This design comes from an exercise in tuning for small area and a short achievable clock period on the open sky130 flow, not from production work.
At most, simulation tests tie the RTL to the original design; equivalence was not proved.
The RTL of run 1 was laid out without a check of its function.

==> flow/design.v, too long to show whole: its modules and the start of the top module <==
// module easel_alu: 142 lines
// module easel_clz32: 35 lines
// module easel_xu: 296 lines
// module easel_mul_tree: 1919 lines
module easel_xu (
    input  wire        clk,
    input  wire        rst,         
    input  wire        issue,
    input  wire [31:0] instr,
    input  wire [31:0] opa,         
    input  wire [31:0] opb,         
    input  wire        sat_clr,     
    output reg         w1_valid,
    output reg  [4:0]  w1_rd,
    output wire [31:0] w1_data,
    output reg         w3_valid,
    output reg  [4:0]  w3_rd,
    output wire [31:0] w3_data,
    output reg         ill,
    output wire        sat
);
  // ...
==> flow/run.sh <==
#!/bin/bash
# synth_recipe.tcl (not shown) runs the flow's synth.tcl, then flattens the netlist and writes it again
# the make line also repeats each setting of config.mk as NAME=value (left out here)
make -C /OpenROAD-flow-scripts/flow DESIGN_CONFIG=/design/flow/config.mk WORK_HOME=/design/flow/orfs CLKGATE_MAP_FILE= SYNTH_SCRIPT=/design/flow/synth_recipe.tcl finish
==> flow/config.mk <==
export PLATFORM = sky130hd
export DESIGN_NAME = easel_xu
export DESIGN_NICKNAME = easel_xu
export VERILOG_FILES = /design/flow/design.v
export SDC_FILE = /design/flow/constraint.sdc
export NUM_CORES = 4
export LEC_CHECK = 0
export ABC_CLOCK_PERIOD_IN_PS = 5000
export CAP_MARGIN = 20
export CORE_MARGIN = 2
export CORE_UTILIZATION = 55
export SETUP_SLACK_MARGIN = 5
export SLEW_MARGIN = 20
==> flow/constraint.sdc <==
create_clock -name core_clock -period 10.5 [get_ports {clk}]
set_input_delay 2.1000 -clock core_clock [delete_from_list [all_inputs] [get_ports {clk}]]
set_output_delay 2.1000 -clock core_clock [all_outputs]
set_load 0.01 [all_outputs]
==> metrics.md, run 1 <==
| Metric | Value |
|---|---|
| Antenna cells | 20 |
| Cell chain of the critical path | mux2i_1 -> a22oi_1 -> or3b_1 -> o21a_1 -> a2111o_1 -> or4_1 -> or4_1 -> o31ai_4 -> and2_4 -> o21ai_0 -> a31oi_1 |
| Metal3 WL | between 40 and 50 mm |
| CP startpoint | s2_acc[22] |
| Placed cell count | 9444 |
| Final nets | roughly 9000 |
| Avg WL per Cell | 34.0 um |
| Simple-Gate Fraction of Synth Area | 11.3% |
| Post-CTS sizing | 140 |
| WP buf/inv | 0 |
| HP Start | s1_fn[3] |
| CP Capture Point | w3_pre[15] |
| Outcome | finished clean |
| Post-Syn Area | between 70000 and 80000 sq um |
| Non-clock buffering overhead | 5.83% |
| Root Driver | clkbuf_16 |
| Fraction of area in registers | around 21% |
| Max-cap violations | 0 |
| Die H | 365 um |
| Register Area | roughly 16000 sq um |
| Worst path max stage delay | 0.87 ns |
| Crit-path slowest cell | dfxtp_1 |
| First-pass GRT wire length | around 470 mm |
| M1 wire length | 117 mm |
| GR peak layer | met2 |
| Post-route ant nets | 0 |
| RSZ-0062 raised after global routing | true |
| Synth cell types | just over 100 |
| 1st-iter DRT viols | 11600 |
| Tapcells | 1742 |
| Total CTS buffers | 78 |
| Post-DP HPWL | 223 mm |
| XOR/XNOR Fraction of Synth Area | 10.8% |
| GRT Util Overall | about half |
| Fill count | about 11000 |
| Worst setup margin | 4.89 ns |
| Pre-Repair DR Iteration Count | 10 |
| Synth Area in Compound Gates | between 20% and 30% |
| Clk slew on worst S/H paths | 0.06 ns |
| Synth warn | 2 |
| I/O pins | 178 |
==> module easel_xu, before the edit <==
module easel_xu (
    input  wire        clk,
    input  wire        rst,         
    input  wire        issue,
    input  wire [31:0] instr,
    input  wire [31:0] opa,         
    input  wire [31:0] opb,         
    input  wire        sat_clr,     
    output reg         w1_valid,
    output reg  [4:0]  w1_rd,
    output wire [31:0] w1_data,
    output reg         w3_valid,
    output reg  [4:0]  w3_rd,
    output wire [31:0] w3_data,
    output reg         ill,
    output wire        sat
);
    wire [5:0]  op  = instr[31:26];
    wire [4:0]  rd  = instr[25:21];
    wire [10:0] fn  = instr[10:0];
    wire        alu_legal;
    wire [32:0] alu_sum;
    wire [31:0] alu_other;
    wire        alu_use_sum, alu_sadd;
    wire        alu_sat;
    easel_alu u_alu (
        .instr   (instr),
        .opa     (opa),
        .opb     (opb),
        .legal   (alu_legal),
        .sum     (alu_sum),
        .other   (alu_other),
        .use_sum (alu_use_sum),
        .sadd    (alu_sadd),
        .sat     (alu_sat)
    );
    wire op_mul = (op == 6'h08);
    wire op_mac = (op == 6'h09);
    wire op_acc = (op == 6'h0A);
    wire is_mul  = op_mul &&
                   (fn == 11'h000 || fn == 11'h001 || fn == 11'h002 ||
                    fn == 11'h004 || fn == 11'h005 || fn == 11'h006 ||
                    fn == 11'h007);
    wire is_mac  = op_mac && (instr[25:23] == 3'd0) &&
                   (fn == 11'h000 || fn == 11'h001 || fn == 11'h003 ||
                    fn == 11'h004 || fn == 11'h005 || fn == 11'h007);
    wire is_accr = op_acc && (fn[10:8] == 3'd0) &&
                   (instr[20:18] == 3'd0) && (instr[15:11] == 5'd0) &&
                   (fn[1] == 1'b0 || fn[7:2] == 6'd0);
    wire is_accw = op_acc && (fn[10:8] == 3'd1) && (fn[7:2] == 6'd0) &&
                   (instr[25:23] == 3'd0) && (fn[1:0] != 2'd3) &&
                   (fn[1:0] == 2'd0 || instr[15:11] == 5'd0);
    wire is_accz = op_acc && (fn == 11'h200) &&
                   (instr[25:23] == 3'd0) && (instr[20:11] == 10'd0);
    wire legal = alu_legal || is_mul || is_mac || is_accr || is_accw || is_accz;
    wire go    = issue && !rst;
    wire p_mul  = (op[1:0] == 2'b00);
    wire p_mac  = (op[1:0] == 2'b01);
    wire p_acc  = op[1];
    wire m_uns  = p_mul & (fn[2:0] == 3'b010);                
    wire m_q15  = p_mul & fn[2] & ~fn[0];                     
    wire a_sh16 = (p_mac & ~fn[0]) | (p_acc & fn[1]);         
    wire b_sh16 = p_mac & ~fn[0];                             
    wire b_c31  = p_acc & (fn[1] | fn[0]);                    
    wire a_zero = p_acc & fn[9];                              
    wire [32:0] a_op, b_op;
    assign a_op[15:0]  = (a_sh16 | a_zero) ? 16'd0 : opa[15:0];
    assign a_op[31:16] = a_zero ? 16'd0 : a_sh16 ? opa[15:0] :
                         m_q15 ? {16{opa[15]}} : opa[31:16];
    assign a_op[32]    = (a_zero | m_uns) ? 1'b0 : (a_sh16 | m_q15) ? opa[15] : opa[31];
    assign b_op[15:0]  = (b_sh16 | b_c31) ? 16'd0 : opb[15:0];
    assign b_op[31:16] = b_c31 ? 16'h8000 : b_sh16 ? opb[15:0] :
                         m_q15 ? {16{opb[15]}} : opb[31:16];
    assign b_op[32]    = (b_c31 | m_uns) ? 1'b0 : (b_sh16 | m_q15) ? opb[15] : opb[31];
    wire mac_w1r  = p_mac & fn[0] & fn[1];                    
    wire mac_sub_floor = p_mac & (fn[2:0] == 3'b101);         
    wire mq15r    = p_mul & (fn[2:0] == 3'b110);
    wire mq31r    = p_mul & (fn[2:0] == 3'b111);
    wire [1:0] inj = mq31r ? 2'd3 : mac_sub_floor ? 2'd2 :
                     (mac_w1r | mq15r) ? 2'd1 : 2'd0;
    wire tie15_en = mac_w1r | mq15r;
    wire neg_all  = p_mac & fn[2];
    wire is_pair  = p_acc & ~fn[9] & (fn[1:0] == 2'd0);
    localparam K_MUL  = 2'd0;
    localparam K_MAC  = 2'd1;
    localparam K_ACCR = 2'd2;
    localparam K_ACCW = 2'd3;
    wire [1:0] kind0 = p_mul ? K_MUL : p_mac ? K_MAC :
                       (fn[9] | fn[8]) ? K_ACCW : K_ACCR;
    wire [1:0] idx0  = (p_acc & ~fn[9] & ~fn[8]) ? instr[17:16] : instr[22:21];
    wire [34:0] bx = {b_op[32], b_op, 1'b0};
    wire [16:0] bo0, bt0, bn0;
    genvar gi;
    generate
        for (gi = 0; gi < 17; gi = gi + 1) begin : g_booth
            wire b0 = bx[2*gi];
            wire b1 = bx[2*gi+1];
            wire b2 = bx[2*gi+2];
            assign bo0[gi] = b1 ^ b0;
            assign bt0[gi] = (b2 & ~b1 & ~b0) | (~b2 & b1 & b0);
            assign bn0[gi] = b2 ^ neg_all;
        end
    endgenerate
    wire [50:0] booth0 = is_pair ? {19'd0, opb} : {bn0, bt0, bo0};
    reg [63:0] acc0, acc1, acc2, acc3;
    reg        aco0, aco1, aco2, aco3;
    reg        s1_valid;
    reg [1:0]  s1_kind;
    reg [4:0]  s1_rd;
    reg [1:0]  s1_idx;
    reg [7:0]  s1_fn;
    reg [32:0] s1_a;
    reg [50:0] s1_booth;     
    reg [1:0]  s1_inj;
    reg        s1_tie15, s1_pair;
    wire [16:0] bo = s1_booth[16:0];
    wire [16:0] bt = s1_booth[33:17];
    wire [16:0] bn = s1_booth[50:34];
    wire [64:0] kin = {31'h2AAAAAAB, 34'd0} |
                      {34'd0, (s1_inj == 2'd3), 15'd0, s1_inj[0] ^ s1_inj[1],
                       {14{s1_inj == 2'd2}}};
    wire [64:0] ps, pc;
    easel_mul_tree u_tree (.A(s1_a), .one(bo), .two(bt), .neg(bn), .K(kin),
                           .ps(ps), .pc(pc));
    wire [16:0] lo = {1'b0, ps[15:0]} + {1'b0, pc[15:0]};
    wire tie15 = s1_tie15 & ~(|lo[14:0]);
    wire [2:0] gh = {1'b0, ps[64:63]} + {1'b0, pc[64:63]};
    wire ext1 = (gh >= 3'd2);
    wire ext2 = (gh == 3'd6);
    wire [14:0] xext = {{14{ext1}}, ext1 & ~ext2};
    wire [64:0] x_n = {xext, ps[64:16], lo[15] & ~tie15};
    wire [64:0] x_p = {s1_booth[31], s1_booth[31:0], s1_a[31:0]};
    reg        s2_valid;
    reg [1:0]  s2_kind;
    reg [4:0]  s2_rd;
    reg [1:0]  s2_idx;
    reg [7:0]  s2_fn;
    reg [64:0] s2_x;
    reg [48:0] s2_y;         
    reg        s2_c16;       
    reg [14:0] s2_lo;        
    reg        s2_tie31en;
    reg [63:0] s2_acc;
    reg        s2_acco;
    wire [63:0] acc_sel = s2_acco ? {~s2_acc[63], {63{s2_acc[63]}}} : s2_acc;
    wire [64:0] acc_in = {acc_sel[63], acc_sel};
    wire [64:0] yrow   = {15'd0, s2_y, 1'b0};
    wire [64:0] cs_s = acc_in ^ s2_x ^ yrow;
    wire [64:0] cs_c = (acc_in & s2_x) | (acc_in & yrow) | (s2_x & yrow);
    wire [64:0] add_u = {cs_s[64:1], acc_in[0]};
    wire [64:0] add_v = {cs_c[63:1], s2_c16, s2_x[0]};
    wire [64:0] sum   = add_u + add_v;
    wire        m_ovf   = sum[64] ^ sum[63];
    wire [63:0] acc_new = sum[63:0];
    wire [14:0] za = s2_x[15:1];
    wire [14:0] zb = s2_y[14:0];
    wire [14:0] zp = za ^ zb;
    wire [14:0] zo = {za[13:0] | zb[13:0], s2_c16};
    wire s2_tie31 = s2_tie31en & ~(|s2_lo) & ~s2_x[0] & ~(|(zp ^ zo));
    reg  [32:0] mul_pre;
    always @(*) begin
        case (s2_fn[2:0])
        3'd0: mul_pre = {1'b0, sum[16:0], s2_lo};
        3'd1, 3'd2: mul_pre = {1'b0, sum[48:17]};
        3'd4, 3'd6: mul_pre = {sum[16:0], 16'd0};
        default: mul_pre = {sum[48:17], sum[16] & ~s2_tie31};
        endcase
    end
    wire s2_q15 = (s2_kind == K_MUL) & s2_fn[2] & ~s2_fn[0];
    wire s2_q31 = (s2_kind == K_MUL) & s2_fn[2] & s2_fn[0];
    wire [4:0]  a_sh  = s2_fn[7:3];
    wire        a_r   = s2_fn[2];
    wire [47:0] v48   = acc_sel[47:0] << a_sh;
    reg         fitA, fitB;
    integer     j;
    always @(*) begin
        fitA = 1'b1;
        fitB = 1'b1;
        for (j = 16; j < 63; j = j + 1) begin
            if ((j + a_sh >= 47) && (acc_sel[j] != acc_sel[63])) fitA = 1'b0;
            if ((j + a_sh >= 48) && (acc_sel[j] != acc_sel[63])) fitB = 1'b0;
        end
    end
    wire [31:0] w32   = v48[47:16];
    wire        st0   = |v48[14:0];
    wire        inc0  = a_r & v48[15] & (st0 | v48[16]);
    wire        st1   = |v48[30:0];
    wire        inc1  = a_r & v48[31] & (st1 | v48[32]);
    wire        fmt1  = s2_fn[0];
    wire [31:0] rnd32 = w32 + {15'd0, fmt1 & inc1, 15'd0, ~fmt1 & inc0};
    wire        rmax0 = inc0 & (w32 == 32'h7FFF_FFFF);
    wire        rmax1 = inc1 & (w32[31:16] == 16'h7FFF);
    wire        a_sgn = acc_sel[63];
    wire        asat0 = a_sgn ? (~fitA & ~(fitB & rmax0)) : (~fitA | rmax0);
    wire        asat1 = a_sgn ? (~fitA & ~(fitB & rmax1)) : (~fitA | rmax1);
    reg  [31:0] accr_res;
    reg         accr_sat;
    always @(*) begin
        accr_sat = 1'b0;
        case (s2_fn[1:0])
        2'd0: begin
            accr_sat = asat0;
            accr_res = asat0 ? (a_sgn ? 32'h8000_0000 : 32'h7FFF_FFFF) : rnd32;
        end
        2'd1: begin
            accr_sat = asat1;
            accr_res = asat1 ? (a_sgn ? 32'hFFFF_8000 : 32'h0000_7FFF)
                             : {{16{rnd32[31]}}, rnd32[31:16]};
        end
        2'd2: accr_res = acc_sel[63:32];
        default: accr_res = acc_sel[31:0];
        endcase
    end
    wire s2_sat = (s2_kind == K_MAC)  ? m_ovf :
                  (s2_kind == K_ACCR) ? accr_sat : 1'b0;
    wire s2_wacc = (s2_kind == K_MAC) | (s2_kind == K_ACCW);
    wire s2_wreg = (s2_kind == K_MUL) | (s2_kind == K_ACCR);
    reg  [32:0] w1_sum;
    reg  [31:0] w1_other;
    reg         w1_use_sum, w1_sadd;     
    reg  [32:0] w3_pre;
    reg         w3_q15, w3_q31;          
    reg         sat_r;
    wire        w1_ovf = w1_sum[32] ^ w1_sum[31];
    assign w1_data = ~w1_use_sum ? w1_other :
                     (w1_sadd & w1_ovf) ? (w1_sum[32] ? 32'h8000_0000 : 32'h7FFF_FFFF) :
                     w1_sum[31:0];
    wire        w3_ovf = w3_pre[32] ^ w3_pre[31];
    assign w3_data = (w3_q31 & w3_ovf) ? (w3_pre[32] ? 32'h8000_0000 : 32'h7FFF_FFFF) :
                     (w3_q15 & w3_ovf) ? (w3_pre[32] ? 32'hFFFF_8000 : 32'h0000_7FFF) :
                     w3_q15 ? {{16{w3_pre[31]}}, w3_pre[31:16]} : w3_pre[31:0];
    assign sat = sat_r | (w1_sadd & w1_ovf) | ((w3_q15 | w3_q31) & w3_ovf);
    wire [64:0] acc_wd = rst ? 65'd0 : {m_ovf, acc_new};
    wire        acc_w  = s2_valid && s2_wacc;
    always @(posedge clk) begin
        if (rst || (acc_w && s2_idx == 2'd0)) {aco0, acc0} <= acc_wd;
        if (rst || (acc_w && s2_idx == 2'd1)) {aco1, acc1} <= acc_wd;
        if (rst || (acc_w && s2_idx == 2'd2)) {aco2, acc2} <= acc_wd;
        if (rst || (acc_w && s2_idx == 2'd3)) {aco3, acc3} <= acc_wd;
    end
    always @(posedge clk) begin
        w1_rd    <= rd;
        w1_sum   <= alu_sum;
        w1_other <= alu_other;
        w1_use_sum <= alu_use_sum;
        s1_kind  <= kind0;
        s1_rd    <= rd;
        s1_idx   <= idx0;
        s1_fn    <= fn[7:0];
        s1_a     <= a_op;
        s1_booth <= booth0;
        s1_inj   <= inj;
        s1_tie15 <= tie15_en;
        s1_pair  <= is_pair;
        s2_kind  <= s1_kind;
        s2_rd    <= s1_rd;
        s2_idx   <= s1_idx;
        s2_fn    <= s1_fn;
        s2_x     <= s1_pair ? x_p : x_n;
        s2_y     <= s1_pair ? 49'd0 : pc[64:16];
        s2_c16   <= s1_pair ? 1'b0 : lo[16];
        s2_lo    <= lo[14:0];
        s2_tie31en <= (s1_inj == 2'd3);
        s2_acc   <= ~((s1_kind == K_MAC) | (s1_kind == K_ACCR)) ? 64'd0 :
                    (s2_valid && s2_wacc && s2_idx == s1_idx) ? acc_new :
                    (s1_idx == 2'd0) ? acc0 : (s1_idx == 2'd1) ? acc1 :
                    (s1_idx == 2'd2) ? acc2 : acc3;
        s2_acco  <= ~((s1_kind == K_MAC) | (s1_kind == K_ACCR)) ? 1'b0 :
                    (s2_valid && s2_wacc && s2_idx == s1_idx) ? m_ovf :
                    (s1_idx == 2'd0) ? aco0 : (s1_idx == 2'd1) ? aco1 :
                    (s1_idx == 2'd2) ? aco2 : aco3;
        w3_rd    <= s2_rd;
        w3_pre   <= (s2_kind == K_ACCR) ? {1'b0, accr_res} : mul_pre;
        if (rst) begin
            w1_valid <= 1'b0;
            w3_valid <= 1'b0;
            ill      <= 1'b0;
            sat_r    <= 1'b0;
            w1_sadd  <= 1'b0;
            w3_q15   <= 1'b0;
            w3_q31   <= 1'b0;
            s1_valid <= 1'b0;
            s2_valid <= 1'b0;
        end else begin
            w1_valid <= go && alu_legal && (rd != 5'd0);
            ill      <= go && !legal;
            s1_valid <= go && (is_mul || is_mac || is_accr || is_accw || is_accz);
            s2_valid <= s1_valid;
            w3_valid <= s2_valid && s2_wreg && (s2_rd != 5'd0);
            sat_r    <= (sat && !sat_clr) || (go && alu_sat) || (s2_valid && s2_sat);
            w1_sadd  <= go && alu_sadd;
            w3_q15   <= s2_valid && s2_q15;
            w3_q31   <= s2_valid && s2_q31;
        end
    end
endmodule
==> run 2, diff against run 1 <==
--- a/flow/design.v
+++ b/flow/design.v
@@ -409,10 +409,2 @@
     assign sat = sat_r | (w1_sadd & w1_ovf) | ((w3_q15 | w3_q31) & w3_ovf);
-    wire [64:0] acc_wd = rst ? 65'd0 : {m_ovf, acc_new};
-    wire        acc_w  = s2_valid && s2_wacc;
-    always @(posedge clk) begin
-        if (rst || (acc_w && s2_idx == 2'd0)) {aco0, acc0} <= acc_wd;
-        if (rst || (acc_w && s2_idx == 2'd1)) {aco1, acc1} <= acc_wd;
-        if (rst || (acc_w && s2_idx == 2'd2)) {aco2, acc2} <= acc_wd;
-        if (rst || (acc_w && s2_idx == 2'd3)) {aco3, acc3} <= acc_wd;
-    end
     always @(posedge clk) begin
@@ -460,2 +452,10 @@
             s2_valid <= 1'b0;
+            acc0     <= 64'd0;
+            aco0     <= 1'b0;
+            aco1     <= 1'b0;
+            aco2     <= 1'b0;
+            aco3     <= 1'b0;
+            acc1     <= 64'd0;
+            acc2     <= 64'd0;
+            acc3     <= 64'd0;
         end else begin
@@ -470,2 +470,18 @@
             w3_q31   <= s2_valid && s2_q31;
+            if (s2_valid && s2_wacc && s2_idx == 2'd0) begin
+                acc0 <= acc_new;
+                aco0 <= m_ovf;
+            end
+            if (s2_valid && s2_wacc && s2_idx == 2'd1) begin
+                acc1 <= acc_new;
+                aco1 <= m_ovf;
+            end
+            if (s2_valid && s2_wacc && s2_idx == 2'd2) begin
+                acc2 <= acc_new;
+                aco2 <= m_ovf;
+            end
+            if (s2_valid && s2_wacc && s2_idx == 2'd3) begin
+                acc3 <= acc_new;
+                aco3 <= m_ovf;
+            end
         end
--- a/flow/config.mk
+++ b/flow/config.mk
@@ -10,3 +10,3 @@
 export CORE_MARGIN = 2
-export CORE_UTILIZATION = 55
+export CORE_UTILIZATION = 40
 export SETUP_SLACK_MARGIN = 5
==> run 2 against run 1 <==
  * Utilization is 16 points lower
  * Count of clock-buffer cells in the layout grew 14
  * Synthesized area rose by 1.4%
  * Worst setup slack better by 0.086 ns
  * Worst hold slack is essentially flat
  * Global-route usage is 11 points lower
  * Die area rose by 39%
  * Cell area rose by 4.2%
==> metrics.md, run 2 <==
| Metric | Value |
|---|---|
| Post-synthesis sequential area ratio | roughly a fifth |
| Worst hold margin | ~0.33 ns |
| Residual DRC | 0 |
| Pre-Repair DR Iteration Count | 7 (-3) |
| Reg2reg end | w3_pre[30] |
| Post-DP HPWL | 240 mm (+7.6%) |
| Most frequent cells in the layout | nand2_1 (958), a21oi_1 (697), xnor2_1 (688) |
| Die H | 431 um (+18%) |
| CTS tree | built |
| Post-synth top area cell | dfxtp_1 |
| Most frequent cell after synthesis | nand2_1 |
| Synth warn | 2 (unchanged) |
| Fin crit period | ~5.5 ns |
| #FFs+latches synth | 689 |
| Pin count of the biggest net entering global routing | about 110 |
| Fmax | 0.181 GHz |
| GP Congestion | between 1 and 1.5 |
| WP depth | 13 |
| Initial antenna violation count | 25 |
| Maximum fanout along the worst path | 13 |
| WS Path Type | input port to flip-flop |
| Final nets | 9639 (+9.4%) |
| FF-to-FF Start | s2_fn[4] |
| Pins Over Slew Limit | 0 |
| Avg WL per Cell | 32.3 um (-4.9%) |
| Cell count after synthesis | 8875 |
| Cell mode on critical path | a221oi_2 |
| Synth cell count leaders | nand2_1 (965), clkbuf_1 (751), a21oi_1 (713) |
| Period utilisation layout | 52.6% |
| CP Launch Type | input port |
| Final Skew | 0.0769 ns |
| Synth cell types | 104 (+3.0%) |
| Req. time, crit path | 11.10 ns |
| Share of cells above drive strength 1 | 12.5% |
| Logic depth of the worst register-to-register path | 15 |
| RSZ-0062 raised after global routing | true |
| Cell chain of the critical path | clkdlybuf4s15_2 -> nor2_1 -> a21oi_2 -> o22ai_1 -> or3_1 -> a221oi_2 -> o311ai_4 -> clkbuf_16 -> buf_4 -> o21ai_0 -> o221ai_1 -> a221oi_2 -> nand2_1 |
| Clock Path Buffers | 3 |
| Synth Area in Compound Gates | 23.0% (+1.5 points) |
| Max-cap violations | 0 (unchanged) |
| Commonest non-fill, non-tap cell in the layout | nand2_1 |
| I/O pins | 178 (unchanged) |
| PortBufs | 177 |
| Post-Syn Nets | 9836 |
| Post-route ant nets | 0 (unchanged) |
| Final TNS setup | 0 ns |
| Relative slew slack | 16.0% |
| Worst path max stage delay | 0.58 ns (-0.29 ns) |
| Post-synthesis async set-or-reset flop share | 0% |
| Die area | approximately 190000 sq um |
| Via Count | 73600 |
| Final Hold Fails | 0 |
| Syn_area_per_cell | 8.20 sq um |
| CP startpoint | instr[11] |
| Site row count | between 150 and 200 |
| Share of the synthesized area in the top cell type | a little under a fifth |
| Design area | 82800 sq um |
| WP buf/inv | 3 (+3) |
| Core area | around 180000 sq um |
| Simple-Gate Fraction of Synth Area | 13.3% (+2.0 points) |
| Vias/cell | 6.61 |
| Register Area | 13900 sq um (-16%) |
| Gr ovfl total | 0 |
| Crit-path slowest cell | clkdlybuf4s15_2 |
| Area taken by multi-input logic gates | 55200 sq um |
| Largest family of logic cells by synthesized area | compound AO/OA/AOI/OAI gates |
| Area share of fa/ha/maj cells after synthesis | 20.4% |
| Root Driver | clkbuf_16 |
| Initial Utilization | 40.3% |
| GRT Util Overall | 36.8% (-11 points) |
| Area growth, synth to finish | 13.8% |
| Setup violators final | 0 |
| Post-Route WL | 360 mm |
| XOR/XNOR Fraction of Synth Area | 10.8% (-0.058 points) |
| Number of flops mapped to enable cells by yosys | 0 |
| Min-delay worst type | flip-flop to flip-flop |
| Outcome | finished clean |
| Worst path top cell family by delay | compound AO/OA/AOI/OAI gates |
| DP Area | 76500 sq um |
| R2R setup slack | 5.00 ns |
| Post-Syn Area | 72800 sq um (+1.4%) |
| CP arrival | roughly 6 ns |
| Total CTS buffers | 81 (+3.8%) |
| Top_reg_cell synth | dfxtp_1 |
| Post-synthesis mux area share | 6.25% |
| Die Width | approximately 430 um |
| Nature of the critical path endpoint | flip-flop |
| 1st-iter DRT viols | 11000 (-5.4%) |
| Worst slew pin tran | 1.26 ns |
| Skew-Pair Late Insertion Delay | 0.75 ns |
| CP Capture Point | w1_other[18] |
| Max H-tree Level | 3 |
| Fill count | 17600 (+56%) |
| Clk slew on worst S/H paths | 0.06 ns (about the same) |
| First-pass GRT wire length | 505 mm (+8.2%) |
| Clk sinks | 689 |
| Vias in the first global route | 71100 |
| Top post-synthesis cells by area | dfxtp_1 (19%), fa_1 (15%), xnor2_1 (8.6%) |
[run 2: cells by family after synthesis]
group	count (synthesis)
AOI/OAI and AO/OA	2545
and+or+nand+nor	2175
muxes	324
xor gates and xnor gates	895
adders and majority gates	863
DFF	689
buffers and inverters	1384
[run 2: cell type report]
type	count	area share (%)
multi-input cells	6805	66.7
repair inverters	1	0.00604
clock buffers	110	2.82
flip-flops and latches	689	16.8
clock inverters	39	0.683
repair buffers	577	7.01
inverters	523	2.42
well taps	2370	3.58
diodes	13	0.0393
[run 2: per-layer routing]
metal / wire length (um) / GRT usage [%] / part of all wire (%)
met1: 130000 / 45.8 / 36
met2: 153000 / 55.5 / 43
met3: 43900 / 9.50 / 12
met4: 31900 / 26.1 / 8.9
met5: 262 / 0.520 / 0.073
[run 2: repair_timing]
action | in CTS | in global routing
endpoints found under the setup margin | 338 | 148
gates resized for setup | 194 | 243
pin swaps | 29 | 40
hold buffers | 0 | 0
gates cloned | 6 | 20
buffers inserted | 59 | 61
[run 2: worst min-delay path by stage]
stage,slack [ns],endpoint,start,depth (start not counted)
2_1_floorplan,0.31,s2_fn[0],s1_fn[0],0
3_3_place_gp,0.31,s2_fn[2],s1_fn[2],0
3_5_place_dp,0.31,s2_fn[2],s1_fn[2],0
4_1_cts,0.33,s2_fn[2],s1_fn[2],0
5_1_grt,0.35,s2_rd[3],s1_rd[3],0
6_report,0.33,s2_fn[2],s1_fn[2],0
[run 2: through the flow]
step	std cells	utilization, %	setup WS, ns
2_1_floorplan	8875	-	4.82
3_3_place_gp	10800	42.3	2.52
3_5_place_dp	10800	42.3	2.44
4_1_cts	11000	44.7	4.97
5_1_grt	11100	45.8	4.86
6_report	11100	45.8	4.98

## what the ideal ports hide
Ports are ideal in the flow. The routed layouts listed here were re-timed in OpenROAD. Step 1 (the two cells are an assumption about what drives the block):
set clk [get_ports {clk}]
set_driving_cell -lib_cell sky130_fd_sc_hd__clkbuf_16 $clk
set_driving_cell -lib_cell sky130_fd_sc_hd__buf_2 [delete_from_list [all_inputs] $clk]
Step 2, shift: input delay + t, output delay - t, t = (earliest + latest rising clock arrival at the registers) / 2. This alone moves slack from input paths to output paths. a / b / c = ideal ports / drivers / drivers and shift; a / b = the first two.
run	t (ns)	setup WS [ns]	worst hold slack (ns)	worst data-port slew with drivers (ns)	cell pins on the clock port's net
run 1	0.779	4.894 / 4.894 / 4.227	0.326 / 0.326 / 0.326	0.15	1
run 2	0.796	4.980 / 4.995 / 4.240	0.326 / 0.326 / 0.326	0.11	1
After both steps setup and hold are still met in every run listed. For run 2, which loses most, drivers alone change the setup slack by +0.015 ns; drivers and shift together by -0.740 ns.
